What follows belongs to an exercise in optimizing a design on an open flow for small area, a short achievable clock period and few clock cycles per item; a production flow would make more cautious choices.
Where RTL was checked, it was by simulation tests only, not by an equivalence proof against the original.

// sec_sha256
module sec_sha256 (
    input  wire         clk,
    input  wire         rst,       
    input  wire         start,     
    input  wire         first,     
    input  wire [511:0] block,     
    output wire         ready,
    output wire [255:0] digest     
);
    localparam [255:0] IV = {32'h6a09e667, 32'hbb67ae85, 32'h3c6ef372, 32'ha54ff53a,
                             32'h510e527f, 32'h9b05688c, 32'h1f83d9ab, 32'h5be0cd19};
    localparam [31:0] K0 = 32'h428a2f98;
    reg       busy;
    reg       idle;     
    reg [5:0] cnt;      
    reg       last;     
    reg       fin;      
    reg       nfin;     
    assign ready = ~busy;
    always @(posedge clk) begin
        if (rst) begin
            busy <= 1'b0;
            idle <= 1'b1;
            cnt  <= 6'd0;
            last <= 1'b0;
            fin  <= 1'b0;
            nfin <= 1'b1;
        end else if (busy) begin
            cnt  <= cnt + 6'd1;
            last <= (cnt == 6'd63) & ~last;
            fin  <= ((cnt == 6'd60) | (cnt == 6'd61) | (cnt == 6'd62) | (cnt == 6'd63)) & ~last;
            nfin <= ~(((cnt == 6'd60) | (cnt == 6'd61) | (cnt == 6'd62) | (cnt == 6'd63)) & ~last);
            if (last) begin
                busy <= 1'b0;
                idle <= 1'b1;
            end
        end else begin
            cnt  <= 6'd0;
            last <= 1'b0;
            fin  <= 1'b0;
            nfin <= 1'b1;
            if (start) begin
                busy <= 1'b1;
                idle <= 1'b0;
            end
        end
    end
    wire [63:0] oh = 64'd1 << cnt;
    wire [31:0] k2;
  ...
Size in the first run: about 770 I/O pins, roughly 0.053 mm2 of cells after synthesis.
clock: 11.0 ns
lec_check: 0
cap_margin: 20
core_margin: 2
core_utilization: 40
cts_buf_list: sky130_fd_sc_hd__clkbuf_16
cts_cluster_diameter: 150
cts_cluster_size: 20
slew_margin: 20
standard.sh (not shown) runs the stock make flow with config.mk's settings and CLKGATE_MAP_FILE= SYNTH_SCRIPT=/design/flow/synth_recipe.tcl, a recipe that flattens the netlist after the stock synthesis.
==> flow/flow/run.sh <==
#!/bin/bash
# Standard ORFS layout (the standard.sh) with two changes to how it is made:
#  * port buffers use the small sky130_fd_sc_hd__buf_1 instead of the default pick;
#  * timing repair aims for extra setup slack beyond the clock period.
set -euo pipefail
export BUFFER_PORTS_ARGS="-buffer_cell sky130_fd_sc_hd__buf_1"
export SETUP_SLACK_MARGIN=6.5
bash standard.sh > standard_sh.log 2>&1
Testbench counts at the start, summed over its fixed seeds: cycles 25,806, blocks 391.
Next try:
--- a/flow/design.v
+++ b/flow/design.v
@@ -75,19 +75,19 @@
     assign k2[25] = oh[4] | oh[5] | oh[7] | oh[10] | oh[12] | oh[15] | oh[16] | oh[19] | oh[21] | oh[25] | oh[26] | oh[28] | oh[30] | oh[31] | oh[33] | oh[35] | oh[37] | oh[38] | oh[40] | oh[41] | oh[43] | oh[47] | oh[48] | oh[51] | oh[52] | oh[60] | oh[61];
     assign k2[26] = oh[0] | oh[8] | oh[9] | oh[14] | oh[15] | oh[16] | oh[17] | oh[18] | oh[20] | oh[21] | oh[25] | oh[26] | oh[27] | oh[28] | oh[29] | oh[30] | oh[31] | oh[32] | oh[34] | oh[35] | oh[41] | oh[43] | oh[44] | oh[47] | oh[48] | oh[49] | oh[51] | oh[54] | oh[56] | oh[57] | oh[59] | oh[60] | oh[61];
     assign k2[27] = oh[1] | oh[2] | oh[3] | oh[5] | oh[6] | oh[12] | oh[15] | oh[16] | oh[18] | oh[19] | oh[20] | oh[22] | oh[23] | oh[25] | oh[31] | oh[32] | oh[39] | oh[46] | oh[47] | oh[50] | oh[51] | oh[52] | oh[53] | oh[55] | oh[57] | oh[60];
     assign k2[28] = oh[0] | oh[2] | oh[3] | oh[4] | oh[6] | oh[7] | oh[9] | oh[10] | oh[12] | oh[20] | oh[21] | oh[22] | oh[24] | oh[25] | oh[27] | oh[29] | oh[33] | oh[35] | oh[37] | oh[42] | oh[43] | oh[44] | oh[45] | oh[46] | oh[47] | oh[49] | oh[50] | oh[52] | oh[54] | oh[55] | oh[58] | oh[60];
     assign k2[29] = oh[0] | oh[1] | oh[2] | oh[5] | oh[8] | oh[10] | oh[14] | oh[15] | oh[17] | oh[18] | oh[21] | oh[23] | oh[24] | oh[25] | oh[30] | oh[31] | oh[34] | oh[35] | oh[38] | oh[39] | oh[44] | oh[48] | oh[49] | oh[50] | oh[53] | oh[54] | oh[55] | oh[59] | oh[60];
     assign k2[30] = oh[1] | oh[3] | oh[6] | oh[9] | oh[10] | oh[13] | oh[14] | oh[15] | oh[19] | oh[20] | oh[21] | oh[26] | oh[27] | oh[32] | oh[33] | oh[34] | oh[35] | oh[40] | oh[41] | oh[42] | oh[43] | oh[44] | oh[51] | oh[52] | oh[53] | oh[54] | oh[55] | oh[61];
     assign k2[31] = oh[0] | oh[1] | oh[4] | oh[5] | oh[6] | oh[11] | oh[12] | oh[13] | oh[14] | oh[15] | oh[22] | oh[23] | oh[24] | oh[25] | oh[26] | oh[27] | oh[36] | oh[37] | oh[38] | oh[39] | oh[40] | oh[41] | oh[42] | oh[43] | oh[44] | oh[56] | oh[57] | oh[58] | oh[59] | oh[60] | oh[61];
     reg [31:0] kn;
     always @(posedge clk)
-        kn <= busy ? k2 : 32'h71374491;
+        kn <= (busy & ~last & ~rst) ? k2 : ((idle & start & ~rst) ? 32'h71374491 : K0);
     function [31:0] add32(input [31:0] u, input [31:0] v);
         reg [31:0] g, p, G, P, G2, P2;
         integer i, l, dd;
         begin
             g = u & v; p = u ^ v; G = g; P = p;
             for (l = 0; l < 5; l = l + 1) begin
                 dd = 1 << l; G2 = G; P2 = P;
                 for (i = 0; i < 32; i = i + 1)
                     if ((i / dd) % 2 == 1) begin
@@ -122,22 +122,22 @@
     wire [31:0] w14  = W[14];
     wire [31:0] ss0  = {w1[6:0], w1[31:7]} ^ {w1[17:0], w1[31:18]} ^ {3'b000, w1[31:3]};
     wire [31:0] ss1  = {w14[16:0], w14[31:17]} ^ {w14[18:0], w14[31:19]} ^ {10'b0, w14[31:10]};
     wire [63:0] cw1  = csa(ss1, ss0, W[9]);
     wire [63:0] cw2  = csa(cw1[31:0], cw1[63:32], W[0]);
     wire [31:0] w_new = add32(({32{nfin}} & cw2[31:0])  | ({32{fin}} & R3),
                               ({32{nfin}} & cw2[63:32]) | ({32{fin}} & a));
     wire [31:0] sa    = w_new;    
     wire [31:0] h_init = first ? IV[31:0] : R7;
-    wire [63:0] p_run  = csa(g, kn, W[1]);
-    wire [63:0] p_init = csa(h_init, K0, block[511:480]);
-    wire [31:0] p_next = add32(({32{busy}} & p_run[31:0])  | ({32{idle}} & p_init[31:0]),
-                               ({32{busy}} & p_run[63:32]) | ({32{idle}} & p_init[63:32]));
+    wire [31:0] p_h    = ({32{busy}} & g)    | ({32{idle}} & h_init);
+    wire [31:0] p_w    = ({32{busy}} & W[1]) | ({32{idle}} & block[511:480]);
+    wire [63:0] p_cs   = csa(p_h, kn, p_w);
+    wire [31:0] p_next = add32(p_cs[31:0], p_cs[63:32]);
     wire        ld_iv  = idle & start & first;    
     wire        hold   = ~fin & ~ld_iv;            
     wire        ld_r   = idle & ~first;            
     wire        ld_c   = idle & first;             
     integer i;
     always @(posedge clk) begin
         for (i = 0; i < 15; i = i + 1)
             W[i] <= ({32{busy}} & W[i+1]) | ({32{idle}} & block[511 - 32*i -: 32]);
         W[15] <= ({32{busy}} & w_new) | ({32{idle}} & block[31:0]);
The new run ran to the end with no violations.
Synthesized area drops by 0.99%.
Clock skew climbs by 13 ps.
Wire length fell by 5.0%.
Cell area came out higher by 0.42%.
Core utilization increases by 0.80 points.
Via count drops by 1.8%.
Maximum frequency is lower by 7.8%.
For the second run of this note, only the layout was checked, not whether the RTL still works.

* * *

sec_sha256, a different RTL version from the one above (not shown whole).
For scale: ~5300 cells after synthesis, roughly 1100 flip-flops, roughly 770 I/O pins, roughly 0.058 mm2 of cells after synthesis.
==> flow/design.v (excerpt) <==
module sec_sha256 (
    input  wire         clk,
    input  wire         rst,       
    input  wire         start,     
    input  wire         first,     
    input  wire [511:0] block,     
    output wire         ready,
    output wire [255:0] digest     
);
==> module sec_sha256, before the edit <==
module sec_sha256 (
    input  wire         clk,
    input  wire         rst,       
    input  wire         start,     
    input  wire         first,     
    input  wire [511:0] block,     
    output wire         ready,
    output wire [255:0] digest     
);
    localparam [255:0] IV = {32'h6a09e667, 32'hbb67ae85, 32'h3c6ef372, 32'ha54ff53a,
                             32'h510e527f, 32'h9b05688c, 32'h1f83d9ab, 32'h5be0cd19};
    function [31:0] k_next(input [5:0] t);
        case (t)
            6'd0:  k_next = 32'h71374491; 6'd1:  k_next = 32'hb5c0fbcf;
            6'd2:  k_next = 32'he9b5dba5; 6'd3:  k_next = 32'h3956c25b;
            6'd4:  k_next = 32'h59f111f1; 6'd5:  k_next = 32'h923f82a4;
            6'd6:  k_next = 32'hab1c5ed5; 6'd7:  k_next = 32'hd807aa98;
            6'd8:  k_next = 32'h12835b01; 6'd9:  k_next = 32'h243185be;
            6'd10: k_next = 32'h550c7dc3; 6'd11: k_next = 32'h72be5d74;
            6'd12: k_next = 32'h80deb1fe; 6'd13: k_next = 32'h9bdc06a7;
            6'd14: k_next = 32'hc19bf174; 6'd15: k_next = 32'he49b69c1;
            6'd16: k_next = 32'hefbe4786; 6'd17: k_next = 32'h0fc19dc6;
            6'd18: k_next = 32'h240ca1cc; 6'd19: k_next = 32'h2de92c6f;
            6'd20: k_next = 32'h4a7484aa; 6'd21: k_next = 32'h5cb0a9dc;
            6'd22: k_next = 32'h76f988da; 6'd23: k_next = 32'h983e5152;
            6'd24: k_next = 32'ha831c66d; 6'd25: k_next = 32'hb00327c8;
            6'd26: k_next = 32'hbf597fc7; 6'd27: k_next = 32'hc6e00bf3;
            6'd28: k_next = 32'hd5a79147; 6'd29: k_next = 32'h06ca6351;
            6'd30: k_next = 32'h14292967; 6'd31: k_next = 32'h27b70a85;
            6'd32: k_next = 32'h2e1b2138; 6'd33: k_next = 32'h4d2c6dfc;
            6'd34: k_next = 32'h53380d13; 6'd35: k_next = 32'h650a7354;
            6'd36: k_next = 32'h766a0abb; 6'd37: k_next = 32'h81c2c92e;
            6'd38: k_next = 32'h92722c85; 6'd39: k_next = 32'ha2bfe8a1;
            6'd40: k_next = 32'ha81a664b; 6'd41: k_next = 32'hc24b8b70;
            6'd42: k_next = 32'hc76c51a3; 6'd43: k_next = 32'hd192e819;
            6'd44: k_next = 32'hd6990624; 6'd45: k_next = 32'hf40e3585;
            6'd46: k_next = 32'h106aa070; 6'd47: k_next = 32'h19a4c116;
            6'd48: k_next = 32'h1e376c08; 6'd49: k_next = 32'h2748774c;
            6'd50: k_next = 32'h34b0bcb5; 6'd51: k_next = 32'h391c0cb3;
            6'd52: k_next = 32'h4ed8aa4a; 6'd53: k_next = 32'h5b9cca4f;
            6'd54: k_next = 32'h682e6ff3; 6'd55: k_next = 32'h748f82ee;
            6'd56: k_next = 32'h78a5636f; 6'd57: k_next = 32'h84c87814;
            6'd58: k_next = 32'h8cc70208; 6'd59: k_next = 32'h90befffa;
            6'd60: k_next = 32'ha4506ceb; 6'd61: k_next = 32'hbef9a3f7;
            6'd62: k_next = 32'hc67178f2; default: k_next = 32'h00000000;
        endcase
    endfunction
    localparam [31:0] K0 = 32'h428a2f98;
    reg       busy;
    reg [5:0] cnt;      
    assign ready = ~busy;
    wire last   = (cnt == 6'd63);
    wire round0 = busy & (cnt == 6'd0);
    always @(posedge clk) begin
        if (rst) begin
            busy <= 1'b0;
            cnt  <= 6'd0;
        end else if (busy) begin
            cnt <= cnt + 6'd1;
            if (last) busy <= 1'b0;
        end else begin
            cnt <= 6'd0;
            if (start) busy <= 1'b1;
        end
    end
    reg [31:0] H0, H1, H2, H3, H4, H5, H6, H7;
    reg [31:0] a, b, c, d, e, f, g, h;
    reg [31:0] W [0:15];    
    reg [31:0] p;           
    function [63:0] csa(input [31:0] x, input [31:0] y, input [31:0] z);
        csa = {((x & y) | (x & z) | (y & z)) << 1, x ^ y ^ z};
    endfunction
    wire [31:0] s1_e = {e[5:0], e[31:6]} ^ {e[10:0], e[31:11]} ^ {e[24:0], e[31:25]};
    wire [31:0] ch   = (e & f) ^ (~e & g);
    wire [31:0] s0_a = {a[1:0], a[31:2]} ^ {a[12:0], a[31:13]} ^ {a[21:0], a[31:22]};
    wire [31:0] maj  = (a & b) | (a & c) | (b & c);
    wire [31:0] xa = round0 ? h : (last ? H0 : 32'd0);
    wire [31:0] xe = round0 ? h : (last ? H4 : 32'd0);
    wire [63:0] ca1 = csa(s1_e, ch, p);
    wire [63:0] ca2 = csa(s0_a, maj, xa);
    wire [63:0] ca3 = csa(ca1[31:0], ca1[63:32], ca2[31:0]);
    wire [63:0] ca4 = csa(ca3[31:0], ca3[63:32], ca2[63:32]);
    wire [31:0] a_new = ca4[31:0] + ca4[63:32];
    wire [63:0] ce1 = csa(d, p, xe);
    wire [63:0] ce2 = csa(ce1[31:0], ce1[63:32], s1_e);
    wire [63:0] ce3 = csa(ce2[31:0], ce2[63:32], ch);
    wire [31:0] e_new = ce3[31:0] + ce3[63:32];
    wire [31:0] w1   = W[1];
    wire [31:0] w14  = W[14];
    wire [31:0] ss0  = {w1[6:0], w1[31:7]} ^ {w1[17:0], w1[31:18]} ^ {3'b000, w1[31:3]};
    wire [31:0] ss1  = {w14[16:0], w14[31:17]} ^ {w14[18:0], w14[31:19]} ^ {10'b0, w14[31:10]};
    wire [31:0] w_new = ss1 + W[9] + ss0 + W[0];
    wire [31:0] p_run  = g + k_next(cnt) + W[1];
    wire [31:0] p_init = K0 + block[511:480];
    wire        fin   = busy & (cnt[5:2] == 4'hf) & (cnt[1:0] != 2'd0);    
    wire [31:0] fa_a  = H3 + a;
    wire [31:0] fa_e  = H7 + e;
    integer i;
    always @(posedge clk) begin
        for (i = 0; i < 15; i = i + 1)
            W[i] <= busy ? W[i+1] : block[511 - 32*i -: 32];
        W[15] <= busy ? w_new : block[31:0];
        p <= busy ? p_run : p_init;
        if (busy) begin
            a <= a_new; b <= a; c <= b; d <= c;
            e <= e_new; f <= e; g <= f; h <= g;
        end else if (first) begin
            {a, b, c, d, e, f, g, h} <= IV;
        end else begin
            {a, b, c, d, e, f, g, h} <= {H0, H1, H2, H3, H4, H5, H6, H7};
        end
        if (!busy) begin
            if (start && first)
                {H0, H1, H2, H3, H4, H5, H6, H7} <= IV;
        end else begin
            if (fin) begin
                H1 <= fa_a; H2 <= H1; H3 <= H2;
                H5 <= fa_e; H6 <= H5; H7 <= H6;
            end
            if (last) begin
                H0 <= a_new;
                H4 <= e_new;
            end
        end
    end
    assign digest = {H0, H1, H2, H3, H4, H5, H6, H7};
endmodule
==> flow/config.mk <==
export PLATFORM = sky130hd
export DESIGN_NAME = sec_sha256
export DESIGN_NICKNAME = sec_sha256
export VERILOG_FILES = /design/flow/design.v
export SDC_FILE = /design/flow/constraint.sdc
export NUM_CORES = 4
export LEC_CHECK = 0
export CAP_MARGIN = 20
export CORE_MARGIN = 2
export CORE_UTILIZATION = 40
export SLEW_MARGIN = 20
==> flow/constraint.sdc <==
create_clock -name core_clock -period 11.0 [get_ports {clk}]
set_input_delay 2.2000 -clock core_clock [delete_from_list [all_inputs] [get_ports {clk}]]
set_output_delay 2.2000 -clock core_clock [all_outputs]
set_load 0.01 [all_outputs]
run.sh (not shown) runs the stock make flow with config.mk's settings and CLKGATE_MAP_FILE= SYNTH_SCRIPT=/design/flow/synth_recipe.tcl, a recipe that flattens the netlist after the stock synthesis.
Stock flow here: none of the scripts above is used.
Edit:
--- a/flow/design.v
+++ b/flow/design.v
@@ -47,27 +47,54 @@
     endfunction
     localparam [31:0] K0 = 32'h428a2f98;
     reg       busy;
     reg [5:0] cnt;      
+    reg       round0;   
+    reg       last;     
+    reg       fin;      
     assign ready = ~busy;
-    wire last   = (cnt == 6'd63);
-    wire round0 = busy & (cnt == 6'd0);
     always @(posedge clk) begin
         if (rst) begin
-            busy <= 1'b0;
-            cnt  <= 6'd0;
+            busy   <= 1'b0;
+            cnt    <= 6'd0;
+            round0 <= 1'b0;
+            last   <= 1'b0;
+            fin    <= 1'b0;
         end else if (busy) begin
-            cnt <= cnt + 6'd1;
+            cnt    <= cnt + 6'd1;
+            round0 <= 1'b0;
+            last   <= (cnt == 6'd62);
+            fin    <= (cnt == 6'd60) | (cnt == 6'd61) | (cnt == 6'd62);
             if (last) busy <= 1'b0;
         end else begin
-            cnt <= 6'd0;
+            cnt    <= 6'd0;
+            round0 <= start;
+            last   <= 1'b0;
+            fin    <= 1'b0;
             if (start) busy <= 1'b1;
         end
     end
     reg [31:0] H0, H1, H2, H3, H4, H5, H6, H7;
     reg [31:0] a, b, c, d, e, f, g, h;
     reg [31:0] W [0:15];    
     reg [31:0] p;           
+    function [31:0] add32(input [31:0] u, input [31:0] v);
+        reg [31:0] g, p, G, P, G2, P2;
+        integer i, l, dd;
+        begin
+            g = u & v; p = u ^ v; G = g; P = p;
+            for (l = 0; l < 5; l = l + 1) begin
+                dd = 1 << l; G2 = G; P2 = P;
+                for (i = 0; i < 32; i = i + 1)
+                    if ((i / dd) % 2 == 1) begin
+                        G2[i] = G[i] | (P[i] & G[(i/dd)*dd - 1]);
+                        P2[i] = P[i] & P[(i/dd)*dd - 1];
+                    end
+                G = G2; P = P2;
+            end
+            add32 = p ^ {G[30:0], 1'b0};
+        end
+    endfunction
     function [63:0] csa(input [31:0] x, input [31:0] y, input [31:0] z);
         csa = {((x & y) | (x & z) | (y & z)) << 1, x ^ y ^ z};
     endfunction
     wire [31:0] s1_e = {e[5:0], e[31:6]} ^ {e[10:0], e[31:11]} ^ {e[24:0], e[31:25]};
@@ -79,23 +106,25 @@
     wire [63:0] ca1 = csa(s1_e, ch, p);
     wire [63:0] ca2 = csa(s0_a, maj, xa);
     wire [63:0] ca3 = csa(ca1[31:0], ca1[63:32], ca2[31:0]);
     wire [63:0] ca4 = csa(ca3[31:0], ca3[63:32], ca2[63:32]);
-    wire [31:0] a_new = ca4[31:0] + ca4[63:32];
+    wire [31:0] a_new = add32(ca4[31:0], ca4[63:32]);
     wire [63:0] ce1 = csa(d, p, xe);
     wire [63:0] ce2 = csa(ce1[31:0], ce1[63:32], s1_e);
     wire [63:0] ce3 = csa(ce2[31:0], ce2[63:32], ch);
-    wire [31:0] e_new = ce3[31:0] + ce3[63:32];
+    wire [31:0] e_new = add32(ce3[31:0], ce3[63:32]);
     wire [31:0] w1   = W[1];
     wire [31:0] w14  = W[14];
     wire [31:0] ss0  = {w1[6:0], w1[31:7]} ^ {w1[17:0], w1[31:18]} ^ {3'b000, w1[31:3]};
     wire [31:0] ss1  = {w14[16:0], w14[31:17]} ^ {w14[18:0], w14[31:19]} ^ {10'b0, w14[31:10]};
-    wire [31:0] w_new = ss1 + W[9] + ss0 + W[0];
-    wire [31:0] p_run  = g + k_next(cnt) + W[1];
+    wire [63:0] cw1   = csa(ss1, ss0, W[9]);
+    wire [63:0] cw2   = csa(cw1[31:0], cw1[63:32], W[0]);
+    wire [31:0] w_new = add32(cw2[31:0], cw2[63:32]);
+    wire [63:0] cp1    = csa(g, k_next(cnt), W[1]);
+    wire [31:0] p_run  = add32(cp1[31:0], cp1[63:32]);
     wire [31:0] p_init = K0 + block[511:480];
-    wire        fin   = busy & (cnt[5:2] == 4'hf) & (cnt[1:0] != 2'd0);    
-    wire [31:0] fa_a  = H3 + a;
-    wire [31:0] fa_e  = H7 + e;
+    wire [31:0] fa_a  = add32(H3, a);
+    wire [31:0] fa_e  = add32(H7, e);
     integer i;
     always @(posedge clk) begin
         for (i = 0; i < 15; i = i + 1)
             W[i] <= busy ? W[i+1] : block[511 - 32*i -: 32];
The changed run finished clean.
Critical path depth shrinks by 3.
Wire length shrinks by 8.6%.
Worst setup slack improves by 680 ps.
Final area shrinks by 2.4%.
Synthesized cell count shrinks by 7.0%.
Flip-flop and latch count grows by 3.
Final cell count shrinks by 5.0%.
Core utilization grows by 0.33 points.
Die area shrinks by 3.0%.
Maximum frequency grows by 11%.
Via count shrinks by 9.8%.
Clock skew shrinks by 58 ps.
First-iteration DRC count shrinks by 21%.
No functional check of the RTL was part of any run of this note.

## static timing again, ports no longer ideal
No port has a modelled driver above. Below, the same layouts with a new extraction and two added sets of constraints. Step 1: set_driving_cell puts a clkbuf_16 on clk and a buf_2 on each other input, an assumption about the parent block. Step 2 adds t to the input delays and takes it off the output delays; t is the mean of the earliest and latest rising clock arrival at the registers after step 1. Input paths then give back, and output paths get back, about the clock's delay inside the block. Slacks: no drivers / after step 1 / after step 2; pairs: no drivers / after step 1.
| run | t, ns | setup WS [ns] | worst slew at a driven data input, ns |
|---|---|---|---|
| the first run of note 1 | 0.803 | 6.484 / 6.389 / 5.586 | 0.25 |
| the second run of note 1 | 0.797 | 6.101 / 6.101 / 5.396 | 0.21 |
| the first run of note 2 | 0.827 | 4.249 / 4.249 / 4.249 | 0.24 |
| the second run of note 2 | 0.835 | 4.927 / 4.927 / 4.846 | 0.19 |
After both steps every run listed still meets setup and hold. For the first run of note 1, which loses most, drivers alone change the setup slack by -0.095 ns; drivers and shift together by -0.898 ns.
